This is an optimization exercise on Yosys and OpenROAD, whose aim is small area, a short achievable clock period and few clock cycles per item, not a production implementation. In this exercise RTL edits were held to simulation tests only and were not proved equivalent to the original.

--- design/flow/config.mk ---
export PLATFORM = sky130hd
export DESIGN_NAME = gcm_core
export DESIGN_NICKNAME = gcm_core
export VERILOG_FILES = /design/flow/design.v
export SDC_FILE = /design/flow/constraint.sdc
export NUM_CORES = 8
export LEC_CHECK = 0
export CAP_MARGIN = 20
export CORE_MARGIN = 2
export CORE_UTILIZATION = 40
export SLEW_MARGIN = 20
--- design/flow/constraint.sdc ---
create_clock -name core_clock -period 8.0 [get_ports {clk}]
set_input_delay 1.6000 -clock core_clock [delete_from_list [all_inputs] [get_ports {clk}]]
set_output_delay 1.6000 -clock core_clock [all_outputs]
set_load 0.01 [all_outputs]
--- design/flow/design.v ---
module aes_sbox (
    input  wire [7:0] a,
    output reg  [7:0] y
);
    always @(*) begin
        case (a)
            8'h00: y = 8'h63;
            8'h01: y = 8'h7c;
            8'h02: y = 8'h77;
            8'h03: y = 8'h7b;
            8'h04: y = 8'hf2;
            8'h05: y = 8'h6b;
            8'h06: y = 8'h6f;
            8'h07: y = 8'hc5;
            8'h08: y = 8'h30;
            8'h09: y = 8'h01;
            8'h0a: y = 8'h67;
            8'h0b: y = 8'h2b;
            8'h0c: y = 8'hfe;
            8'h0d: y = 8'hd7;
            8'h0e: y = 8'hab;
            8'h0f: y = 8'h76;
            8'h10: y = 8'hca;
            8'h11: y = 8'h82;
            8'h12: y = 8'hc9;
            8'h13: y = 8'h7d;
            8'h14: y = 8'hfa;
            8'h15: y = 8'h59;
            8'h16: y = 8'h47;
            8'h17: y = 8'hf0;
            8'h18: y = 8'had;
            8'h19: y = 8'hd4;
            8'h1a: y = 8'ha2;
            8'h1b: y = 8'haf;
            8'h1c: y = 8'h9c;
            8'h1d: y = 8'ha4;
            8'h1e: y = 8'h72;
            8'h1f: y = 8'hc0;
            8'h20: y = 8'hb7;
            8'h21: y = 8'hfd;
            8'h22: y = 8'h93;
            8'h23: y = 8'h26;
            8'h24: y = 8'h36;
            8'h25: y = 8'h3f;
            8'h26: y = 8'hf7;
            8'h27: y = 8'hcc;
            8'h28: y = 8'h34;
            8'h29: y = 8'ha5;
            8'h2a: y = 8'he5;
            8'h2b: y = 8'hf1;
            8'h2c: y = 8'h71;
            8'h2d: y = 8'hd8;
            8'h2e: y = 8'h31;
            8'h2f: y = 8'h15;
            8'h30: y = 8'h04;
            8'h31: y = 8'hc7;
            8'h32: y = 8'h23;
            8'h33: y = 8'hc3;
            8'h34: y = 8'h18;
            8'h35: y = 8'h96;
            8'h36: y = 8'h05;
            8'h37: y = 8'h9a;
            8'h38: y = 8'h07;
            8'h39: y = 8'h12;
            8'h3a: y = 8'h80;
            8'h3b: y = 8'he2;
            8'h3c: y = 8'heb;
            8'h3d: y = 8'h27;
            8'h3e: y = 8'hb2;
            8'h3f: y = 8'h75;
            8'h40: y = 8'h09;
            8'h41: y = 8'h83;
            8'h42: y = 8'h2c;
            8'h43: y = 8'h1a;
            8'h44: y = 8'h1b;
            8'h45: y = 8'h6e;
            8'h46: y = 8'h5a;
            8'h47: y = 8'ha0;
            8'h48: y = 8'h52;
            8'h49: y = 8'h3b;
            8'h4a: y = 8'hd6;
            8'h4b: y = 8'hb3;
            8'h4c: y = 8'h29;
            8'h4d: y = 8'he3;
            8'h4e: y = 8'h2f;
            8'h4f: y = 8'h84;
            8'h50: y = 8'h53;
            8'h51: y = 8'hd1;
            8'h52: y = 8'h00;
            8'h53: y = 8'hed;
            8'h54: y = 8'h20;
            8'h55: y = 8'hfc;
            8'h56: y = 8'hb1;
            8'h57: y = 8'h5b;
            8'h58: y = 8'h6a;
            8'h59: y = 8'hcb;
            8'h5a: y = 8'hbe;
            8'h5b: y = 8'h39;
            8'h5c: y = 8'h4a;
            8'h5d: y = 8'h4c;
            8'h5e: y = 8'h58;
            8'h5f: y = 8'hcf;
            8'h60: y = 8'hd0;
            8'h61: y = 8'hef;
            8'h62: y = 8'haa;
            8'h63: y = 8'hfb;
            8'h64: y = 8'h43;
            8'h65: y = 8'h4d;
            8'h66: y = 8'h33;
            8'h67: y = 8'h85;
            8'h68: y = 8'h45;
            8'h69: y = 8'hf9;
            8'h6a: y = 8'h02;
            8'h6b: y = 8'h7f;
            8'h6c: y = 8'h50;
            8'h6d: y = 8'h3c;
            8'h6e: y = 8'h9f;
            8'h6f: y = 8'ha8;
            8'h70: y = 8'h51;
            8'h71: y = 8'ha3;
            8'h72: y = 8'h40;
            8'h73: y = 8'h8f;
            8'h74: y = 8'h92;
            8'h75: y = 8'h9d;
            8'h76: y = 8'h38;
            8'h77: y = 8'hf5;
            8'h78: y = 8'hbc;
            8'h79: y = 8'hb6;
            8'h7a: y = 8'hda;
            8'h7b: y = 8'h21;
            8'h7c: y = 8'h10;
            8'h7d: y = 8'hff;
            8'h7e: y = 8'hf3;
            8'h7f: y = 8'hd2;
            8'h80: y = 8'hcd;
            8'h81: y = 8'h0c;
            8'h82: y = 8'h13;
            8'h83: y = 8'hec;
            8'h84: y = 8'h5f;
            8'h85: y = 8'h97;
            8'h86: y = 8'h44;
            8'h87: y = 8'h17;
            8'h88: y = 8'hc4;
            8'h89: y = 8'ha7;
            8'h8a: y = 8'h7e;
            8'h8b: y = 8'h3d;
            8'h8c: y = 8'h64;
            8'h8d: y = 8'h5d;
            8'h8e: y = 8'h19;
            8'h8f: y = 8'h73;
            8'h90: y = 8'h60;
            8'h91: y = 8'h81;
            8'h92: y = 8'h4f;
            8'h93: y = 8'hdc;
            8'h94: y = 8'h22;
            8'h95: y = 8'h2a;
            8'h96: y = 8'h90;
            8'h97: y = 8'h88;
            8'h98: y = 8'h46;
            8'h99: y = 8'hee;
            8'h9a: y = 8'hb8;
            8'h9b: y = 8'h14;
            8'h9c: y = 8'hde;
            8'h9d: y = 8'h5e;
            8'h9e: y = 8'h0b;
            8'h9f: y = 8'hdb;
            8'ha0: y = 8'he0;
            8'ha1: y = 8'h32;
            8'ha2: y = 8'h3a;
            8'ha3: y = 8'h0a;
            8'ha4: y = 8'h49;
            8'ha5: y = 8'h06;
            8'ha6: y = 8'h24;
            8'ha7: y = 8'h5c;
            8'ha8: y = 8'hc2;
            8'ha9: y = 8'hd3;
            8'haa: y = 8'hac;
            8'hab: y = 8'h62;
            8'hac: y = 8'h91;
            8'had: y = 8'h95;
            8'hae: y = 8'he4;
            8'haf: y = 8'h79;
            8'hb0: y = 8'he7;
            8'hb1: y = 8'hc8;
            8'hb2: y = 8'h37;
            8'hb3: y = 8'h6d;
            8'hb4: y = 8'h8d;
            8'hb5: y = 8'hd5;
            8'hb6: y = 8'h4e;
            8'hb7: y = 8'ha9;
            8'hb8: y = 8'h6c;
            8'hb9: y = 8'h56;
            8'hba: y = 8'hf4;
            8'hbb: y = 8'hea;
            8'hbc: y = 8'h65;
            8'hbd: y = 8'h7a;
            8'hbe: y = 8'hae;
            8'hbf: y = 8'h08;
            8'hc0: y = 8'hba;
            8'hc1: y = 8'h78;
            8'hc2: y = 8'h25;
            8'hc3: y = 8'h2e;
            8'hc4: y = 8'h1c;
            8'hc5: y = 8'ha6;
            8'hc6: y = 8'hb4;
            8'hc7: y = 8'hc6;
            8'hc8: y = 8'he8;
            8'hc9: y = 8'hdd;
            8'hca: y = 8'h74;
            8'hcb: y = 8'h1f;
            8'hcc: y = 8'h4b;
            8'hcd: y = 8'hbd;
            8'hce: y = 8'h8b;
            8'hcf: y = 8'h8a;
            8'hd0: y = 8'h70;
            8'hd1: y = 8'h3e;
            8'hd2: y = 8'hb5;
            8'hd3: y = 8'h66;
            8'hd4: y = 8'h48;
            8'hd5: y = 8'h03;
            8'hd6: y = 8'hf6;
            8'hd7: y = 8'h0e;
            8'hd8: y = 8'h61;
            8'hd9: y = 8'h35;
            8'hda: y = 8'h57;
            8'hdb: y = 8'hb9;
            8'hdc: y = 8'h86;
            8'hdd: y = 8'hc1;
            8'hde: y = 8'h1d;
            8'hdf: y = 8'h9e;
            8'he0: y = 8'he1;
            8'he1: y = 8'hf8;
            8'he2: y = 8'h98;
            8'he3: y = 8'h11;
            8'he4: y = 8'h69;
            8'he5: y = 8'hd9;
            8'he6: y = 8'h8e;
            8'he7: y = 8'h94;
            8'he8: y = 8'h9b;
            8'he9: y = 8'h1e;
            8'hea: y = 8'h87;
            8'heb: y = 8'he9;
            8'hec: y = 8'hce;
            8'hed: y = 8'h55;
            8'hee: y = 8'h28;
            8'hef: y = 8'hdf;
            8'hf0: y = 8'h8c;
            8'hf1: y = 8'ha1;
            8'hf2: y = 8'h89;
            8'hf3: y = 8'h0d;
            8'hf4: y = 8'hbf;
            8'hf5: y = 8'he6;
            8'hf6: y = 8'h42;
            8'hf7: y = 8'h68;
            8'hf8: y = 8'h41;
            8'hf9: y = 8'h99;
            8'hfa: y = 8'h2d;
            8'hfb: y = 8'h0f;
            8'hfc: y = 8'hb0;
            8'hfd: y = 8'h54;
            8'hfe: y = 8'hbb;
            8'hff: y = 8'h16;
            default: y = 8'h00;
        endcase
    end
endmodule
module aes256_core (
    input  wire         clk,
    input  wire         rst,
    input  wire         start,
    input  wire [255:0] key,
    input  wire [127:0] block_in,
    output reg          done,
    output wire [127:0] block_out
);
    reg [127:0] state;
    reg [255:0] kreg;     
    reg [3:0]   round;    
    reg [7:0]   rcon;
    wire [127:0] sb;
    genvar gi;
    generate
        for (gi = 0; gi < 16; gi = gi + 1) begin : g_sb
            aes_sbox u_sbox (.a(state[127-8*gi -: 8]), .y(sb[127-8*gi -: 8]));
        end
    endgenerate
    wire [127:0] sr;
    generate
        for (gi = 0; gi < 16; gi = gi + 1) begin : g_sr
            localparam integer R = gi % 4;
            localparam integer C = gi / 4;
            localparam integer SRC = 4 * ((C + R) % 4) + R;
            assign sr[127-8*gi -: 8] = sb[127-8*SRC -: 8];
        end
    endgenerate
    function [7:0] xtime(input [7:0] b);
        xtime = {b[6:0], 1'b0} ^ (b[7] ? 8'h1b : 8'h00);
    endfunction
    function [31:0] mix_column(input [31:0] col);
        reg [7:0] a0, a1, a2, a3;
        begin
            a0 = col[31:24]; a1 = col[23:16]; a2 = col[15:8]; a3 = col[7:0];
            mix_column[31:24] = xtime(a0) ^ (xtime(a1) ^ a1) ^ a2 ^ a3;
            mix_column[23:16] = a0 ^ xtime(a1) ^ (xtime(a2) ^ a2) ^ a3;
            mix_column[15:8]  = a0 ^ a1 ^ xtime(a2) ^ (xtime(a3) ^ a3);
            mix_column[7:0]   = (xtime(a0) ^ a0) ^ a1 ^ a2 ^ xtime(a3);
        end
    endfunction
    wire [127:0] mc = {mix_column(sr[127:96]), mix_column(sr[95:64]),
                       mix_column(sr[63:32]),  mix_column(sr[31:0])};
    wire [127:0] round_key = kreg[127:0];
    wire [31:0] last_w = kreg[31:0];
    wire [31:0] sub_w;
    generate
        for (gi = 0; gi < 4; gi = gi + 1) begin : g_ks
            aes_sbox u_sbox (.a(last_w[31-8*gi -: 8]), .y(sub_w[31-8*gi -: 8]));
        end
    endgenerate
    wire [31:0] temp = round[0] ? ({sub_w[23:0], sub_w[31:24]} ^ {rcon, 24'h0})
                                : sub_w;
    wire [31:0] nw0 = kreg[255:224] ^ temp;
    wire [31:0] nw1 = kreg[223:192] ^ nw0;
    wire [31:0] nw2 = kreg[191:160] ^ nw1;
    wire [31:0] nw3 = kreg[159:128] ^ nw2;
    assign block_out = state;
    always @(posedge clk) begin
        if (rst) begin
            round <= 4'd0;
            done  <= 1'b0;
        end else begin
            done <= 1'b0;
            if (start) begin
                state <= block_in ^ key[255:128];
                kreg  <= key;
                rcon  <= 8'h01;
                round <= 4'd1;
            end else if (round != 4'd0) begin
                if (round == 4'd14) begin
                    state <= sr ^ round_key;
                    round <= 4'd0;
                    done  <= 1'b1;
                end else begin
                    state <= mc ^ round_key;
                    round <= round + 4'd1;
                end
                kreg <= {kreg[127:0], nw0, nw1, nw2, nw3};
                if (round[0])
                    rcon <= xtime(rcon);
            end
        end
    end
endmodule
module ghash_mul (
    input  wire         clk,
    input  wire         rst,
    input  wire         start,
    input  wire [127:0] x,
    input  wire [127:0] h,
    output reg          done,
    output reg  [127:0] z
);
    reg [127:0] xs;       
    reg [127:0] hr;
    reg [4:0]   count;    
    function [127:0] mul_alpha(input [127:0] v);
        mul_alpha = {1'b0, v[127:1]} ^ (v[0] ? {8'he1, 120'h0} : 128'h0);
    endfunction
    reg [127:0] z_next;
    integer k;
    always @(*) begin
        z_next = z;
        for (k = 0; k < 8; k = k + 1)
            z_next = mul_alpha(z_next) ^ (xs[k] ? hr : 128'h0);
    end
    always @(posedge clk) begin
        if (rst) begin
            count <= 5'd0;
            done  <= 1'b0;
        end else begin
            done <= 1'b0;
            if (start) begin
                z     <= 128'h0;
                xs    <= x;
                hr    <= h;
                count <= 5'd16;
            end else if (count != 5'd0) begin
                z     <= z_next;
                xs    <= {8'h0, xs[127:8]};
                count <= count - 5'd1;
                if (count == 5'd1)
                    done <= 1'b1;
            end
        end
    end
endmodule
module gcm_core (
    input  wire         clk,
    input  wire         rst,
    output wire         ready,
    input  wire         start,
    input  wire [1:0]   mode,       
    input  wire [255:0] key,
    input  wire [95:0]  iv,
    input  wire [127:0] aad,        
    input  wire [9:0]   nwords,     
    input  wire         in_valid,
    output wire         in_ready,
    input  wire [63:0]  in_data,
    output reg          out_valid,
    output reg  [63:0]  out_data
);
    localparam [1:0] MODE_GCM = 2'd1, MODE_GMAC = 2'd2, MODE_CTR = 2'd3;
    localparam [3:0] S_IDLE    = 4'd0,
                     S_H       = 4'd1,    
                     S_J0      = 4'd2,    
                     S_GH_AAD  = 4'd3,    
                     S_KS      = 4'd4,    
                     S_RD0     = 4'd5,    
                     S_RD1     = 4'd6,    
                     S_GH_BLK  = 4'd7,    
                     S_GH_LEN  = 4'd8,    
                     S_TAG0    = 4'd9,
                     S_TAG1    = 4'd10;
    reg [3:0]   st;
    reg [1:0]   mode_r;
    reg [255:0] key_r;
    reg [95:0]  iv_r;
    reg [127:0] aad_r;
    reg [9:0]   nw_r;
    reg [9:0]   words_in;     
    reg [31:0]  ctr;          
    reg [127:0] hkey;         
    reg [127:0] ej0;          
    reg [127:0] ks;           
    reg [127:0] acc;          
    reg [127:0] blk;          
    reg         waiting;      
    reg          aes_start;
    reg  [127:0] aes_in;
    wire         aes_done;
    wire [127:0] aes_out;
    aes256_core u_aes (
        .clk(clk), .rst(rst), .start(aes_start), .key(key_r),
        .block_in(aes_in), .done(aes_done), .block_out(aes_out)
    );
    reg          gh_start;
    reg  [127:0] gh_x;
    wire         gh_done;
    wire [127:0] gh_z;
    ghash_mul u_gh (
        .clk(clk), .rst(rst), .start(gh_start), .x(gh_x), .h(hkey),
        .done(gh_done), .z(gh_z)
    );
    assign ready    = (st == S_IDLE);
    assign in_ready = (st == S_RD0) || (st == S_RD1);
    wire        take     = in_valid && in_ready;
    wire        last_in  = (words_in + 10'd1 == nw_r);
    wire [63:0] ks_word  = (st == S_RD0) ? ks[127:64] : ks[63:0];
    wire [63:0] out_word = (mode_r == MODE_GMAC) ? in_data : (in_data ^ ks_word);
    wire [63:0] payload_bits = {51'd0, nw_r, 3'd0} << 3;
    wire [127:0] len_block = (mode_r == MODE_GMAC)
                           ? {payload_bits + 64'd128, 64'd0}
                           : {64'd128, payload_bits};
    always @(posedge clk) begin
        if (rst) begin
            st        <= S_IDLE;
            waiting   <= 1'b0;
            aes_start <= 1'b0;
            gh_start  <= 1'b0;
            out_valid <= 1'b0;
        end else begin
            aes_start <= 1'b0;
            gh_start  <= 1'b0;
            out_valid <= 1'b0;
            case (st)
                S_IDLE: begin
                    if (start) begin
                        mode_r    <= mode;
                        key_r     <= key;
                        iv_r      <= iv;
                        aad_r     <= aad;
                        nw_r      <= nwords;
                        words_in  <= 10'd0;
                        ctr       <= 32'd2;
                        acc       <= 128'h0;
                        aes_in    <= 128'h0;
                        aes_start <= 1'b1;
                        waiting   <= 1'b1;
                        st        <= S_H;
                    end
                end
                S_H: begin
                    if (aes_done) begin
                        hkey      <= aes_out;
                        aes_in    <= {iv_r, 32'd1};
                        aes_start <= 1'b1;
                        st        <= S_J0;
                    end
                end
                S_J0: begin
                    if (aes_done) begin
                        ej0 <= aes_out;
                        if (mode_r == MODE_CTR) begin
                            waiting <= 1'b0;
                            st      <= S_KS;
                        end else begin
                            gh_x     <= acc ^ aad_r;
                            gh_start <= 1'b1;
                            st       <= S_GH_AAD;
                        end
                    end
                end
                S_GH_AAD: begin
                    if (gh_done) begin
                        acc     <= gh_z;
                        waiting <= 1'b0;
                        st      <= S_KS;
                    end
                end
                S_KS: begin
                    if (mode_r == MODE_GMAC) begin
                        ks <= 128'h0;
                        st <= S_RD0;
                    end else if (!waiting) begin
                        aes_in    <= {iv_r, ctr};
                        aes_start <= 1'b1;
                        waiting   <= 1'b1;
                    end else if (aes_done) begin
                        ks      <= aes_out;
                        waiting <= 1'b0;
                        st      <= S_RD0;
                    end
                end
                S_RD0: begin
                    if (take) begin
                        out_valid      <= 1'b1;
                        out_data       <= out_word;
                        blk[127:64]    <= (mode_r == MODE_GMAC) ? in_data : out_word;
                        blk[63:0]      <= 64'h0;
                        words_in       <= words_in + 10'd1;
                        st             <= last_in ? S_GH_BLK : S_RD1;
                    end
                end
                S_RD1: begin
                    if (take) begin
                        out_valid      <= 1'b1;
                        out_data       <= out_word;
                        blk[63:0]      <= (mode_r == MODE_GMAC) ? in_data : out_word;
                        words_in       <= words_in + 10'd1;
                        st             <= S_GH_BLK;
                    end
                end
                S_GH_BLK: begin
                    if (mode_r == MODE_CTR) begin
                        ctr <= ctr + 32'd1;
                        st  <= (words_in == nw_r) ? S_IDLE : S_KS;
                    end else if (!waiting) begin
                        gh_x     <= acc ^ blk;
                        gh_start <= 1'b1;
                        waiting  <= 1'b1;
                    end else if (gh_done) begin
                        acc     <= gh_z;
                        ctr     <= ctr + 32'd1;
                        waiting <= 1'b0;
                        st      <= (words_in == nw_r) ? S_GH_LEN : S_KS;
                    end
                end
                S_GH_LEN: begin
                    if (!waiting) begin
                        gh_x     <= acc ^ len_block;
                        gh_start <= 1'b1;
                        waiting  <= 1'b1;
                    end else if (gh_done) begin
                        acc     <= gh_z ^ ej0;    
                        waiting <= 1'b0;
                        st      <= S_TAG0;
                    end
                end
                S_TAG0: begin
                    out_valid <= 1'b1;
                    out_data  <= acc[127:64];
                    st        <= S_TAG1;
                end
                S_TAG1: begin
                    out_valid <= 1'b1;
                    out_data  <= acc[63:0];
                    st        <= S_IDLE;
                end
                default: st <= S_IDLE;
            endcase
        end
    end
endmodule
--- design/flow/run.sh ---
#!/bin/bash
# synth_recipe.tcl (not shown) runs the flow's synth.tcl, then flattens the netlist and writes it again
# the make line also repeats each setting of config.mk as NAME=value (left out here)
make -C /OpenROAD-flow-scripts/flow DESIGN_CONFIG=/design/flow/config.mk WORK_HOME=/design/flow/orfs CLKGATE_MAP_FILE= SYNTH_SCRIPT=/design/flow/synth_recipe.tcl finish
==> results of run 1 <==
[final cells by class]
class | count | area, um^2
Fill cell | 44210 | 249000
Antenna cell | 51 | 128
Sequential cell | 2449 | 71800
Timing Repair Buffer | 1330 | 12100
Inverter | 221 | 846
Tap cell | 5976 | 7480
Multi-Input combinational cell | 16361 | 102000
Clock buffer | 361 | 7730
Clock inverter | 180 | 1960
[metrics by stage]
| stage | instances | setup TNS [ns] |
|---|---|---|
| floorplan | 21052 | -1712.37 |
| global placement | 26334 | 0 |
| detailed placement | 26334 | 0 |
| CTS | 26875 | 0 |
| global route | 26898 | 0 |
| finish | 26929 | 0 |
[cell families after synthesis]
logic type | synth area share
muxes | 0.0278
DFF | 0.393
buffers and inverters | 0.0516
AOI/OAI and AO/OA | 0.228
xor gates and xnor gates | 0.113
and+or+nand+nor | 0.169
adders and majority gates | 0.0180
[cells in the final DEF, fill, tap and decap left out, types with 102 or more instances in the layout]
cell,Yosys,layout
nand2_1,3391,3387
edfxtp_1,2270,2270
o21ai_0,1776,1758
nor2_1,1585,1561
a21oi_1,1540,1526
xnor2_1,1233,1227
xor2_1,744,743
buf_4,49,659
clkdlybuf4s50_1,0,625
nand3_1,553,550
nor3_1,546,541
a31oi_1,392,390
o211ai_1,346,346
and2_1,308,306
clkbuf_16,0,299
a211oi_1,290,289
mux2_2,287,287
ha_1,263,263
o311ai_0,213,212
a221oi_1,187,187
o22ai_1,183,182
inv_1,184,179
a311oi_1,181,179
dfxtp_1,179,175
mux2i_1,163,150
o221ai_1,154,150
a22oi_1,131,131
o2111ai_1,108,108
and3_1,110,108
a2111oi_0,104,104
xnor3_1,102,102
[flip-flops by register name (all words and copies together), names as in the netlist, 64 cells and up]
signal,cells
aes_in,128
u_gh.hr,128
hkey,128
u_aes.kreg,256
blk,128
gh_x,128
u_gh.z,128
out_data,64
aad_r,128
ej0,128
ks,128
u_aes.g_sb.u_sbox.y,128
iv_r,96
key_r,256
u_gh.xs,128
u_aes.state,128
acc,128
[how the worst max path moves through the flow]
stage / startpoint / end / slack, ns / depth (start not counted)
6_report: u_aes.round[0]$_SDFFE_PP0N_ / u_aes.g_sb[2].u_sbox.y[5]$_DFF_P_ / 1.80 / 16
5_1_grt: u_aes.round[0]$_SDFFE_PP0N_ / u_aes.g_ks[2].u_sbox.y[5]$_DFF_P_ / 1.78 / 13
4_1_cts: u_aes.round[0]$_SDFFE_PP0N_ / u_aes.g_sb[5].u_sbox.y[1]$_DFF_P_ / 2.02 / 12
3_5_place_dp: rst / u_aes.g_sb[0].u_sbox.y[4]$_DFF_P_ / 1.35 / 13
3_3_place_gp: rst / u_aes.g_sb[10].u_sbox.y[4]$_DFF_P_ / 1.36 / 11
2_1_floorplan: rst / aad_r[0]$_DFFE_PP_ / -2.00 / 6
[per-layer routing]
metal | vias up | part of all wire
met2 | 14439 | 0.42
met5 | - | 0.00020
met3 | 2947 | 0.13
met1 | 88019 | 0.38
li1 | 76645 | -
met4 | 26 | 0.078
[critical path, delay by kind of cell, from the launching register on]
kind,cells,cell delay (ns)
AND/OR/NAND/NOR,4,1.70
flip-flops,1,0.63
AO/OA/AOI/OAI,6,1.29
adder cells (fa/ha/maj),1,0.61
multiplexers,1,0.14
buffers and inverters,4,1.63
==> flow_summary_export.csv, run 1 <==
group,metric,value,unit
detailed_routing,first_iter_violations,33203,
floorplanning,die_w,679,um
global_route,grt_max_degree,158,
detailed_routing,vias_per_cell,6.76,
critical_path,crit_top_cell,"buf_4",
logic_synthesis,synth-edff-count,2270,
placement,port_buffers,626,
sta,fin_crit_sh,0.775,
detailed_routing,first_pass_iters,10,
logic_synthesis,yosys.area.top_type,"edfxtp_1",
placement,gp_congestion,1.08,
critical_path,crit_path_max_fanout,31,
global_route,grt_pass1_wl,1300000,um
placement,placed_cell_area,0.194,mm^2
clocking,postCtsSetupBuffers,0,
sta,finalClockSkew,0.0720,ns
hold_path,min_from,"hkey[28]$_DFFE_PP_",
clocking,clk_pin_slew,0.07,ns
clocking,post_cts_resized,0,
global_route,grt_pass1_vias,166060,
logic_synthesis,avgSynthCellArea,8.66,um^2
logic_synthesis,synth_nets,21875,
detailed_routing,drc,0,
finish,postLayoutCellArea,0.204,mm^2
critical_path,critPathArrivalTime,7.09,ns
hold_path,hold_path_class,"flop to flop",
hold_path,holdPathStages,0,
sta,relSlewSlack,0.131,
critical_path,reg2reg_slack,1.80,ns
clocking,root_buffer,"clkbuf_16",
clocking,cts_sinks,2449,
critical_path,path_class,"flop to flop",
floorplanning,coreArea,0.453,mm^2
sta,slew_violations,0,
critical_path,rr_startpoint,"u_aes.round[0]$_SDFFE_PP0N_",
logic_synthesis,synth_most_common_cell,"nand2_1",
placement,post-place-ws,1.35,ns
hold_path,min_to,"u_gh.hr[28]$_DFFE_PP_",
floorplanning,initial_core_util,0.402,
logic_synthesis,synthFlopType,"edfxtp_1",
global_route,use_met3,0.113,
global_route,antenna_found_initial,84,
detailed_routing,num_vias,182076,
logic_synthesis,yosysWarnings,4,
finish,drive_gt1_frac,0.0828,
floorplanning,io_pins,627,
clocking,postCtsHoldBufs,0,
detailed_routing,wire_per_inst,34.8,um
clocking,cts_made_buffers,297,
placement,hpwl,679000,um
sta,fin_ws,1.80,ns
run_status,status,"finished clean",
sta,setup_viol,0,
logic_synthesis,synth_common_cells,"nand2_1, edfxtp_1, o21ai_0",
sta,fmax,0.161,GHz
critical_path,crit_slowest_cell,"nor3_4",
floorplanning,die_h,679,um
logic_synthesis,synth_cell_types,119,
global_route,use_met2,0.568,
logic_synthesis,synth-seq-cells,2449,
critical_path,cp-end-kind,"flop",
critical_path,r2r_cells,16,
detailed_routing,drt-total-wl,937000,um
critical_path,path_cells,"nand4b_4, buf_4, nand2_1, buf_4, buf_4, o2111a_1, nor3_4, inv_1, ha_1, nand2_1, o21ai_0, o22ai_1, mux2i_1, a21o_1, a22oi_1, o211ai_1",
logic_synthesis,ys_seq_area_frac,0.393,
finish,final_core_util,0.450,
global_route,overflow,0,
logic_synthesis,synth_area_leaders,"edfxtp_1, nand2_1, xnor2_1",
logic_synthesis,syn_area,0.182,mm^2
critical_path,cp_data_required_time,8.89,ns
sta,whs,0.410,ns
sta,rsz0062_at_grt,"no",
sta,finalHoldViolations,0,
sta,layout_min_cycle_time,6.20,ns
logic_synthesis,synth_top_area_share,0.374,
critical_path,max_stage_delay,0.67,ns
floorplanning,num_rows,247,
clocking,clockBufferDepth,4,
clocking,clk_latency,1.05,ns
global_route,grt-busiest-layer,"met2",
critical_path,start_kind,"flop",
global_route,grt.total_usage,0.387,
logic_synthesis,syn_inst,21052,
critical_path,rr_endpoint,"u_aes.g_sb[2].u_sbox.y[5]$_DFF_P_",
global_route,grt_use_met1,0.499,
clocking,cts_tree,"yes",
finish,layout.nets,21483,
clocking,cts_max_level,5,
detailed_routing,ant_nets,0,
finish,syn2layout_area_growth,11.9,%
sta,tightest_slew,1.29,ns
logic_synthesis,postSynth.asyncResetShare,0,
run,cap_violations,0,
floorplanning,dieArea,0.461,mm^2
Testbench counts, summed over its fixed seeds: cycles 315,602, bytes 161,976.
==> run 2, diff against run 1 <==
--- a/design/flow/design.v
+++ b/design/flow/design.v
@@ -437,2 +437,4 @@
     reg         waiting;      
+    reg         ks_pre;       
+    reg         ks_ok;        
     reg          aes_start;
@@ -470,3 +472,10 @@
             out_valid <= 1'b0;
+            ks_pre    <= 1'b0;
+            ks_ok     <= 1'b0;
         end else begin
+            if (ks_pre && aes_done) begin
+                ks     <= aes_out;
+                ks_pre <= 1'b0;
+                ks_ok  <= 1'b1;
+            end
             aes_start <= 1'b0;
@@ -523,2 +532,6 @@
                         st <= S_RD0;
+                    end else if (ks_pre) begin
+                    end else if (ks_ok) begin
+                        ks_ok <= 1'b0;
+                        st    <= S_RD0;
                     end else if (!waiting) begin
@@ -560,2 +573,7 @@
                         waiting  <= 1'b1;
+                        if (mode_r == MODE_GCM && words_in != nw_r) begin
+                            aes_in    <= {iv_r, ctr + 32'd1};
+                            aes_start <= 1'b1;
+                            ks_pre    <= 1'b1;
+                        end
                     end else if (gh_done) begin
==> run 2 against run 1 <==
Effect of this change: routed wire length up 14%; clock skew rose by 0.047 ns; sequential cell count increased by 2; final cell count increased by 3.2%; clock-buffer cell count fell by 8; synthesized cell count grew 2.1%.
==> flow_summary_export.csv, run 2 <==
group,metric,value,unit
sta,slew_violations,0,
sta,rsz0062_at_grt,"no",
finish,fillCellCount,45487,
global_route,grt_pass1_wl,1460000,um
critical_path,start_kind,"flop",
floorplanning,die_h,688,um
finish,seqCellArea,0.0718,mm^2
logic_synthesis,synth-seq-cells,2451,
logic_synthesis,ys_seq_area_frac,0.384,
placement,port_buffers,626,
placement,hpwl,791000,um
critical_path,rr_startpoint,"u_aes.round[0]$_SDFFE_PP0N_",
clocking,clk_pin_slew,0.06,ns
logic_synthesis,synth_top_area_share,0.365,
sta,fin_crit_sh,0.802,
detailed_routing,drc,0,
logic_synthesis,synth_fa_ha_area_frac,0.0175,
detailed_routing,ant_nets,0,
finish,drive_gt1_frac,0.0943,
critical_path,crit_start,"u_aes.round[0]$_SDFFE_PP0N_",
logic_synthesis,synth-edff-count,2270,
finish,largestRegisters,"key_r x256, u_aes.kreg x256",
sta,finalHoldViolations,0,
global_route,overflow,0,
logic_synthesis,synth_nets,22322,
sta,relSlewSlack,0.132,
logic_synthesis,synthSimpleGateAreaFrac,0.166,
detailed_routing,first_iter_violations,31985,
floorplanning,io_pins,627,
detailed_routing,highest_layer,"met5",
global_route,grt.total_usage,0.433,
clocking,clk_latency,1.05,ns
finish,layout_commonest_cell,"nand2_1",
run_status,status,"finished clean",
global_route,grt_max_degree,165,
logic_synthesis,synth_most_common_cell,"nand2_1",
detailed_routing,wl_met3,134000,um
logic_synthesis,synth_compound_area_frac,0.241,
floorplanning,initial_core_util,0.401,
detailed_routing,wirelength_met1,401000,um
clocking,cts_made_buffers,291,
logic_synthesis,synth_xor_area_frac,0.111,
critical_path,path_cells,"nand4b_4, buf_4, buf_4, nand2_1, o21ai_2, nand2_1, ha_1, inv_1, or4_1, o311a_1, o211ai_1, o21ai_0, nand2_1, nand4_1, and4_1",
detailed_routing,met2_length,446000,um
finish,fin_cells,27778,
logic_synthesis,synth_top_family_by_area,"compound AO/OA/AOI/OAI gates",
finish,syn2layout_area_growth,12.8,%
sta,layout_min_cycle_time,6.42,ns
global_route,antenna_found_initial,114,
critical_path,crit_slowest_cell,"buf_4",
logic_synthesis,synth_area_leaders,"edfxtp_1, nand2_1, xnor2_1",
sta,tightest_slew,1.29,ns
placement,gp_congestion,1.07,
critical_path,critPathArrivalTime,7.31,ns
finish,layout.nets,22104,
clocking,clockBufferDepth,4,
floorplanning,die_w,688,um
floorplanning,coreArea,0.466,mm^2
logic_synthesis,muxShareOfSynthArea,0.0285,
clocking,post_cts_resized,0,
floorplanning,dieArea,0.473,mm^2
critical_path,crit_path_max_fanout,47,
clocking,postCtsSetupBuffers,0,
run,cap_violations,0,
logic_synthesis,postSynth.asyncResetShare,0,
sta,setup_viol,0,
critical_path,cp_data_required_time,8.90,ns
critical_path,max_stage_delay,0.65,ns
clocking,cts_sinks,2451,
logic_synthesis,synth_cell_types,130,
logic_synthesis,synthFlopType,"edfxtp_1",
detailed_routing,vias_per_cell,6.85,
finish,multi_input_area,0.106,mm^2
detailed_routing,drt-total-wl,1070000,um
logic_synthesis,syn_inst,21500,
hold_path,hold_path_class,"flop to flop",
sta,whs,0.377,ns
logic_synthesis,synth_common_cells,"nand2_1, edfxtp_1, o21ai_0",
critical_path,crit_top_cell,"nand2_1",
clocking,cts_tree,"yes",
placement,placedCellCount,27184,
logic_synthesis,yosys.area.top_type,"edfxtp_1",
floorplanning,num_rows,251,
critical_path,crit_family,"simple AND/OR/NAND/NOR gates",
finish,layout_common_cells,"nand2_1, edfxtp_1, o21ai_0, a21oi_1, nor2_1",
critical_path,path_class,"flop to flop",
critical_path,cp-end-kind,"flop",
global_route,grt_pass1_vias,174127,
logic_synthesis,yosysWarnings,4,
hold_path,min_from,"hkey[19]$_DFFE_PP_",
clocking,cts_max_level,5,
critical_path,cp_num_buf_inv,3,
logic_synthesis,avgSynthCellArea,8.69,um^2
finish,final_core_util,0.452,
detailed_routing,first_pass_iters,10,
detailed_routing,num_vias,190176,
finish,postLayoutCellArea,0.211,mm^2
detailed_routing,wire_per_inst,38.5,um
clocking,root_buffer,"clkbuf_16",
sta,fmax,0.156,GHz
placement,placed_cell_area,0.201,mm^2
clocking,postCtsHoldBufs,0,
logic_synthesis,syn_area,0.187,mm^2
sta,finalClockSkew,0.119,ns
run 2: changes by cell type after synthesis, sizes merged, moves of 65 or more:
cell | before | now
nand2 | 3395 | 3510
o211ai | 347 | 415
and2 | 316 | 218
o21ai | 1809 | 1709
a211oi | 293 | 377
nor2 | 1606 | 1524
buf | 840 | 905
run 2: worst paths after layout:
check             cells after the start                                 end  slack, ns
setup reg to reg                     15  u_aes.g_sb[11].u_sbox.y[5]$_DFF_P_       1.58
hold reg to reg                       0               u_gh.hr[19]$_DFFE_PP_       0.38
hold / removal                        0               u_gh.hr[19]$_DFFE_PP_       0.38
setup / recovery                     15  u_aes.g_sb[11].u_sbox.y[5]$_DFF_P_       1.58
run 2: kinds of logic (layout without fill, tap and decap cells):
logic type      after synthesis  count (layout)
simple gates               7088            7088
mux                         494             494
other cells                   0              67
buf+inv                    2329            2342
xor+xnor                   2092            2092
flops                      2451            2451
fa+ha+maj                   262             262
compound gates             6784            6784
run 2: routing by layer:
layer	global-route usage	vias to the layer above
met2	0.632	14429
met3	0.125	2911
met4	0.286	46
li1	-	79243
met5	0	-
met1	0.558	93547
run 2: metrics by stage:
step	TNS (ns)	worst slack (ns)
after detailed placement	0	1.45
after global routing	0	1.57
after CTS	0	1.92
final	0	1.58
after floorplan	-1425.05	-1.99
after global placement	0	0.198
run 2: area by class of cell:
cell class,count,share of cell area
Multi-Input combinational cell,16720,0.504
Clock inverter,171,0.00913
Tap cell,6198,0.0368
Clock buffer,353,0.0363
Antenna cell,67,0.000795
Inverter,238,0.00439
Sequential cell,2451,0.341
Timing Repair Buffer,1580,0.0676
Testbench counts of run 2, summed over its fixed seeds: cycles 225,474, bytes 161,976.
==> run 3, diff against run 2 <==
--- a/design/flow/design.v
+++ b/design/flow/design.v
@@ -371,3 +371,3 @@
         z_next = z;
-        for (k = 0; k < 8; k = k + 1)
+        for (k = 0; k < 16; k = k + 1)
             z_next = mul_alpha(z_next) ^ (xs[k] ? hr : 128'h0);
@@ -384,6 +384,6 @@
                 hr    <= h;
-                count <= 5'd16;
+                count <= 5'd8;
             end else if (count != 5'd0) begin
                 z     <= z_next;
-                xs    <= {8'h0, xs[127:8]};
+                xs    <= {16'h0, xs[127:16]};
                 count <= count - 5'd1;
==> run 3 against run 2 <==
Effect of this change: synthesized cell count grew 10%; critical path depth did not move; still clean; area after synthesis rose by 6.3%; highest routed layer unchanged; clock skew is 0.0052 ns lower; worst setup slack got worse by 0.32 ns; non-clock buffer count shrank 17.
==> flow_summary_export.csv, run 3 <==
group,metric,value,unit
detailed_routing,ant_nets,0,
global_route,antenna_found_initial,108,
run_status,status,"finished clean",
logic_synthesis,syn_inst,23678,
critical_path,rr_startpoint,"u_aes.g_sb[11].u_sbox.y[7]$_DFF_P_",
placement,placedCellCount,29579,
logic_synthesis,ys_seq_area_frac,0.361,
logic_synthesis,synth_nets,24523,
finish,layout.nets,24099,
logic_synthesis,yosysWarnings,4,
sta,tightest_slew,1.39,ns
floorplanning,coreArea,0.494,mm^2
floorplanning,initial_core_util,0.402,
detailed_routing,vias_per_cell,6.66,
sta,layout_min_cycle_time,6.74,ns
critical_path,cp_data_required_time,8.79,ns
logic_synthesis,synth_area_leaders,"edfxtp_1, xnor2_1, nand2_1",
logic_synthesis,synth_cell_types,132,
finish,fin_cells,30223,
detailed_routing,drt-total-wl,1100000,um
detailed_routing,num_vias,201388,
sta,slew_violations,0,
detailed_routing,wire_per_inst,36.4,um
placement,hpwl,797000,um
critical_path,crit_start,"u_aes.g_sb[11].u_sbox.y[7]$_DFF_P_",
placement,gp_congestion,1.06,
critical_path,crit_path_max_fanout,18,
clocking,clk_pin_slew,0.06,ns
placement,port_buffers,626,
detailed_routing,first_pass_iters,7,
critical_path,cp-end-kind,"flop",
clocking,postCtsSetupBuffers,0,
logic_synthesis,synth-edff-count,2270,
global_route,grt_max_degree,151,
finish,postLayoutCellArea,0.223,mm^2
global_route,grt_pass1_wl,1510000,um
sta,finalHoldViolations,0,
logic_synthesis,synth_most_common_cell,"nand2_1",
critical_path,start_kind,"flop",
finish,final_core_util,0.451,
sta,fin_crit_sh,0.843,
critical_path,rr_endpoint,"u_aes.g_sb[15].u_sbox.y[5]$_DFF_P_",
run,cap_violations,0,
clocking,clk_latency,1.05,ns
logic_synthesis,yosys.area.top_type,"edfxtp_1",
floorplanning,die_h,709,um
hold_path,hold_path_class,"flop to flop",
detailed_routing,first_iter_violations,35678,
sta,finalClockSkew,0.114,ns
hold_path,min_from,"hkey[111]$_DFFE_PP_",
sta,fmax,0.148,GHz
finish,layout_common_cells,"nand2_1, edfxtp_1, xnor2_1, o21ai_0, a21oi_1",
hold_path,min_to,"u_gh.hr[111]$_DFFE_PP_",
finish,syn2layout_area_growth,12.1,%
clocking,cts_max_level,5,
logic_synthesis,synthFlopType,"edfxtp_1",
clocking,postCtsHoldBufs,0,
finish,largestRegisters,"key_r x256, u_aes.kreg x256",
clocking,cts_made_buffers,299,
floorplanning,num_rows,258,
global_route,grt_pass1_vias,183573,
global_route,grt.total_usage,0.418,
detailed_routing,drc,0,
critical_path,critPathArrivalTime,7.53,ns
logic_synthesis,avgSynthCellArea,8.39,um^2
finish,drive_gt1_frac,0.0882,
floorplanning,dieArea,0.502,mm^2
logic_synthesis,synth_top_area_share,0.343,
placement,placed_cell_area,0.212,mm^2
floorplanning,die_w,709,um
sta,relSlewSlack,0.0701,
floorplanning,io_pins,627,
finish,layout_commonest_cell,"nand2_1",
sta,rsz0062_at_grt,"no",
clocking,cts_tree,"yes",
clocking,cts_sinks,2451,
global_route,overflow,0,
critical_path,r2r_cells,15,
clocking,root_buffer,"clkbuf_16",
clocking,clockBufferDepth,4,
logic_synthesis,postSynth.asyncResetShare,0,
sta,setup_viol,0,
logic_synthesis,synth_common_cells,"nand2_1, edfxtp_1, xnor2_1",
logic_synthesis,synth-seq-cells,2451,
logic_synthesis,syn_area,0.199,mm^2
critical_path,reg2reg_slack,1.26,ns
hold_path,holdPathStages,0,
clocking,post_cts_resized,0,
critical_path,path_class,"flop to flop",
[run 3: cell count changes after synthesis, moves of 57 or more]
| cell | previous run | this run |
|---|---|---|
| nor2_1 | 1506 | 1590 |
| a31oi_1 | 344 | 410 |
| clkbuf_1 | 1182 | 1280 |
| o211ai_1 | 407 | 350 |
| a211oi_1 | 370 | 262 |
| nand2_1 | 3506 | 4699 |
| xnor2_1 | 1175 | 2213 |
| o21ai_0 | 1670 | 1776 |
[run 3: routing by layer]
| layer | share of wire | up-vias | track usage |
|---|---|---|---|
| met5 | 0.00026 | - | 0 |
| met1 | 0.38 | 98683 | 0.542 |
| met4 | 0.083 | 38 | 0.279 |
| met3 | 0.12 | 2966 | 0.110 |
| met2 | 0.42 | 15414 | 0.612 |
| li1 | - | 84287 | - |
[run 3: layout make-up]
type                    instances  area (um^2)
repair buffers               1563        14200
multi-input cells           18717       117000
fillers                     48500       272000
diodes                         97          243
inverters                     222          858
clock inverters               182         2200
flip-flops and latches       2451        71800
well taps                    6630         8300
clock buffers                 361         7830
[run 3: cell families after synthesis]
logic type,count (synthesis),synth area share
AND/OR/NAND/NOR,8216,0.175
AO/OA/AOI/OAI,6569,0.213
XOR/XNOR,3145,0.150
buffers and inverters,2510,0.0544
flip-flops,2451,0.361
multiplexers,502,0.0276
adder cells (fa/ha/maj),285,0.0179
[run 3: through the flow]
step	TNS [ns]	hold WS (ns)	worst slack, ns
after global routing	0	0.417	1.34
after detailed placement	0	0.405	1.06
final	0	0.408	1.26
after floorplan	-1334.16	0.400	-1.81
after global placement	0	0.400	0.731
after CTS	0	0.397	1.63
[run 3: critical path, stage by stage (launching register included)]
cell	delay, ns
dfxtp_1	0.82
xor2_1	0.54
xnor3_1	0.50
o21ai_1	0.15
mux2i_1	0.20
buf_4	0.23
o21a_1	0.69
inv_1	0.49
ha_1	0.72
nor2_1	0.80
a21oi_1	0.08
nor2_1	0.13
nor3_1	0.06
nor3_1	0.31
nor3_1	0.09
nor4_1	0.64
[run 3: worst max-delay path by stage]
stage               depth (start not counted)  slack, ns                                 end
finish                                     15       1.26  u_aes.g_sb[15].u_sbox.y[5]$_DFF_P_
global placement                           14       0.73   u_aes.g_sb[9].u_sbox.y[0]$_DFF_P_
floorplan                                   5      -1.81                  aad_r[0]$_DFFE_PP_
CTS                                        15       1.63  u_aes.g_sb[15].u_sbox.y[5]$_DFF_P_
global route                               15       1.34  u_aes.g_sb[15].u_sbox.y[5]$_DFF_P_
detailed placement                         15       1.06   u_aes.g_sb[5].u_sbox.y[0]$_DFF_P_
Testbench counts of run 3, summed over its fixed seeds: cycles 194,800, bytes 161,976.
==> run 4, diff against run 3 <==
--- a/design/flow/design.v
+++ b/design/flow/design.v
@@ -475,7 +475,4 @@
         end else begin
-            if (ks_pre && aes_done) begin
-                ks     <= aes_out;
-                ks_pre <= 1'b0;
-                ks_ok  <= 1'b1;
-            end
+            if (ks_pre && aes_done)
+                ks_ok <= 1'b1;
             aes_start <= 1'b0;
@@ -533,5 +530,8 @@
                     end else if (ks_pre) begin
-                    end else if (ks_ok) begin
-                        ks_ok <= 1'b0;
-                        st    <= S_RD0;
+                        if (ks_ok) begin
+                            ks     <= aes_out;
+                            ks_pre <= 1'b0;
+                            ks_ok  <= 1'b0;
+                            st     <= S_RD0;
+                        end
                     end else if (!waiting) begin
@@ -547,2 +547,7 @@
                 S_RD0: begin
+                    if (take && mode_r != MODE_GMAC && words_in + 10'd2 < nw_r) begin
+                        aes_in    <= {iv_r, ctr + 32'd1};
+                        aes_start <= 1'b1;
+                        ks_pre    <= 1'b1;
+                    end
                     if (take) begin
@@ -573,7 +578,2 @@
                         waiting  <= 1'b1;
-                        if (mode_r == MODE_GCM && words_in != nw_r) begin
-                            aes_in    <= {iv_r, ctr + 32'd1};
-                            aes_start <= 1'b1;
-                            ks_pre    <= 1'b1;
-                        end
                     end else if (gh_done) begin
==> run 4 against run 3 <==
Effect of this change: still clean on timing, DRC and antenna; global-route usage is 0.58 points higher; routed wire length is 2.9% higher; design area is 1.3% higher; maximum frequency is 2.7% higher; area after synthesis is 1.4% higher.
==> flow_summary_export.csv, run 4 <==
group,metric,value,unit
global_route,overflow,0,
sta,slew_violations,0,
finish,layout_commonest_cell,"nand2_1",
clocking,postCtsHoldBufs,0,
detailed_routing,drt-total-wl,1130000,um
sta,layout_min_cycle_time,6.56,ns
clocking,clk_pin_slew,0.06,ns
floorplanning,io_pins,627,
finish,layout_common_cells,"nand2_1, edfxtp_1, xnor2_1, o21ai_0, nor2_1",
detailed_routing,ant_nets,0,
clocking,root_buffer,"clkbuf_16",
logic_synthesis,synth_area_leaders,"edfxtp_1, xnor2_1, nand2_1",
finish,syn2layout_area_growth,11.9,%
run,cap_violations,0,
hold_path,min_from,"hkey[35]$_DFFE_PP_",
critical_path,crit_path_max_fanout,89,
clocking,cts_sinks,2451,
logic_synthesis,syn_area,0.202,mm^2
sta,relSlewSlack,0.116,
floorplanning,num_rows,260,
hold_path,hold_path_class,"flop to flop",
placement,gp_congestion,1.10,
clocking,clk_latency,1.05,ns
detailed_routing,first_iter_violations,35605,
hold_path,min_to,"u_gh.hr[35]$_DFFE_PP_",
logic_synthesis,yosys.area.top_type,"edfxtp_1",
logic_synthesis,synth-edff-count,2270,
sta,rsz0062_at_grt,"no",
sta,setup_viol,0,
logic_synthesis,synth_common_cells,"nand2_1, edfxtp_1, xnor2_1",
sta,fin_ws,1.44,ns
placement,post-place-ws,1.26,ns
clocking,post_cts_resized,0,
logic_synthesis,yosysWarnings,4,
critical_path,cp_data_required_time,8.93,ns
clocking,cts_made_buffers,297,
global_route,grt_pass1_wl,1550000,um
logic_synthesis,synth_top_area_share,0.338,
critical_path,critPathArrivalTime,7.50,ns
floorplanning,dieArea,0.510,mm^2
logic_synthesis,ys_seq_area_frac,0.356,
critical_path,r2r_cells,13,
detailed_routing,vias_per_cell,6.78,
logic_synthesis,synth_nets,24443,
finish,fillCellCount,48994,
global_route,antenna_found_initial,121,
clocking,postCtsSetupBuffers,0,
run_status,status,"finished clean",
logic_synthesis,synth_most_common_cell,"nand2_1",
finish,largestRegisters,"key_r x256, u_aes.kreg x256",
global_route,grt_pass1_vias,187449,
sta,fmax,0.152,GHz
critical_path,rr_endpoint,"u_aes.g_sb[5].u_sbox.y[2]$_DFF_P_",
placement,hpwl,819000,um
logic_synthesis,synth-seq-cells,2451,
logic_synthesis,synthFlopType,"edfxtp_1",
floorplanning,die_h,714,um
detailed_routing,drc,0,
detailed_routing,num_vias,204874,
logic_synthesis,avgSynthCellArea,8.54,um^2
critical_path,path_class,"flop to flop",
logic_synthesis,syn_inst,23587,
clocking,cts_tree,"yes",
finish,layout.nets,24050,
critical_path,cp-end-kind,"flop",
placement,port_buffers,626,
logic_synthesis,synth_cell_types,135,
finish,drive_gt1_frac,0.0912,
hold_path,holdPathStages,0,
global_route,grt_max_degree,147,
detailed_routing,first_pass_iters,10,
sta,finalClockSkew,0.109,ns
detailed_routing,wire_per_inst,37.4,um
critical_path,start_kind,"flop",
floorplanning,initial_core_util,0.402,
floorplanning,die_w,714,um
sta,tightest_slew,1.33,ns
logic_synthesis,postSynth.asyncResetShare,0,
clocking,cts_max_level,5,
critical_path,reg2reg_slack,1.44,ns
sta,fin_crit_sh,0.821,
clocking,clockBufferDepth,4,
floorplanning,coreArea,0.502,mm^2
sta,finalHoldViolations,0,
global_route,grt.total_usage,0.424,
critical_path,rr_startpoint,"u_aes.round[0]$_SDFFE_PP0N_",
==> run 4: changes by cell type in the layout (fill, tap and decap cells not counted), sizes merged, moves of 41 or more <==
| cell | previous run | this run |
|---|---|---|
| a211o | 58 | 99 |
| a211oi | 268 | 375 |
| a21oi | 1618 | 1438 |
| a31oi | 411 | 353 |
| and2 | 224 | 348 |
| buf | 937 | 1016 |
| nand2 | 4708 | 4138 |
| nand3 | 533 | 603 |
| nor2 | 1621 | 1545 |
| nor3 | 526 | 568 |
| o211ai | 352 | 424 |
| o21ai | 1833 | 1700 |
| xnor2 | 2217 | 2175 |
==> run 4: how the worst max path moves through the flow <==
stage / start / endpoint / slack [ns] / cells past startpoint
2_1_floorplan: rst / aad_r[0]$_DFFE_PP_ / -1.83 / 5
3_3_place_gp: rst / u_aes.g_sb[5].u_sbox.y[2]$_DFF_P_ / 1.17 / 14
3_5_place_dp: rst / u_aes.g_sb[5].u_sbox.y[2]$_DFF_P_ / 1.26 / 14
4_1_cts: u_aes.round[0]$_SDFFE_PP0N_ / u_aes.g_sb[5].u_sbox.y[2]$_DFF_P_ / 1.77 / 13
5_1_grt: u_aes.round[0]$_SDFFE_PP0N_ / u_aes.g_sb[5].u_sbox.y[2]$_DFF_P_ / 1.46 / 13
6_report: u_aes.round[0]$_SDFFE_PP0N_ / u_aes.g_sb[5].u_sbox.y[2]$_DFF_P_ / 1.44 / 13
==> run 4: metrics by stage <==
step	TNS (ns)	hold WS (ns)	util	instances	cell area, um^2
6_report	0	0.387	0.449	30236	225000
5_1_grt	0	0.399	0.449	30169	225000
4_1_cts	0	0.385	0.448	30114	225000
3_5_place_dp	0	0.405	0.429	29566	215000
3_3_place_gp	0	0.400	0.429	29565	215000
2_1_floorplan	-1505.33	0.400	-	23587	202000
==> run 4: critical path, cell delays in order, from the launching register on <==
cell and delay (ns):
dfxtp_4 0.90, or4_4 0.61, o21ai_4 0.15, inv_8 0.64, buf_4 0.39, o211ai_1 0.20, a32oi_4 0.70, nand3_1 0.69
nor2_1 0.63, nor3_1 0.12, a21oi_1 0.17, a21oi_1 0.09, o311ai_0 0.91, buf_4 0.24
==> run 4: routing by layer <==
| metal | up-vias | GRT usage | share of wire |
|---|---|---|---|
| met5 | - | 0 | 0.00034 |
| met4 | 52 | 0.307 | 0.092 |
| met3 | 3505 | 0.142 | 0.13 |
| met2 | 16597 | 0.608 | 0.41 |
| met1 | 99729 | 0.531 | 0.36 |
| li1 | 84991 | - | - |
==> run 4: final cells by class <==
| class | count | area, um^2 | area share |
|---|---|---|---|
| inverter | 253 | 972 | 0.00431 |
| multi-input combinational | 18549 | 119000 | 0.530 |
| antenna | 112 | 280 | 0.00124 |
| sequential | 2451 | 71800 | 0.318 |
| clock inverter | 170 | 1870 | 0.00829 |
| clock buffer | 378 | 7930 | 0.0352 |
| timing repair buffer | 1642 | 14800 | 0.0656 |
| tap | 6681 | 8360 | 0.0371 |
==> run 4: logic make-up (layout without fill, tap and decap cells) <==
family,Yosys count,after routing,share of synthesized area
AND/OR/NAND/NOR,7979,7979,0.174
AO/OA/AOI/OAI,6641,6641,0.221
XOR/XNOR,3150,3150,0.150
buffers and inverters,2587,2443,0.0551
flip-flops,2451,2451,0.356
multiplexers,483,483,0.0260
adder cells (fa/ha/maj),296,296,0.0184
other,0,112,0
Testbench counts of run 4, summed over its fixed seeds: cycles 179,116, bytes 161,976.

## static timing again, ports no longer ideal
The flow's constraints put no driver on any port. The routed layouts listed below were extracted and timed again, unchanged, in two steps. Step 1, drivers: a clkbuf_16 drives clk and a buf_2 each remaining input, both assumed. Step 2 also shifts input and output timing later by t, the mid clock arrival at the registers, as if the neighbouring blocks saw the same clock. a / b / c = ideal / step 1 / step 2; a / b = the first two.
| run | t (ns) | setup WS [ns] | slew at the worst register clock pin (ns) |
|---|---|---|---|
| run 1 | 1.122 | 1.798 / 1.798 / 1.139 | 0.07 / 0.07 |
| run 2 | 1.125 | 1.585 / 1.585 / 0.930 | 0.08 / 0.08 |
| run 3 | 1.135 | 1.260 / 1.260 / 0.719 | 0.08 / 0.08 |
| run 4 | 1.131 | 1.435 / 1.435 / 0.803 | 0.08 / 0.08 |
After both steps setup and hold are still met in every run listed. For run 1, which loses most, drivers alone change the setup slack by 0.000 ns; drivers and shift together by -0.659 ns.
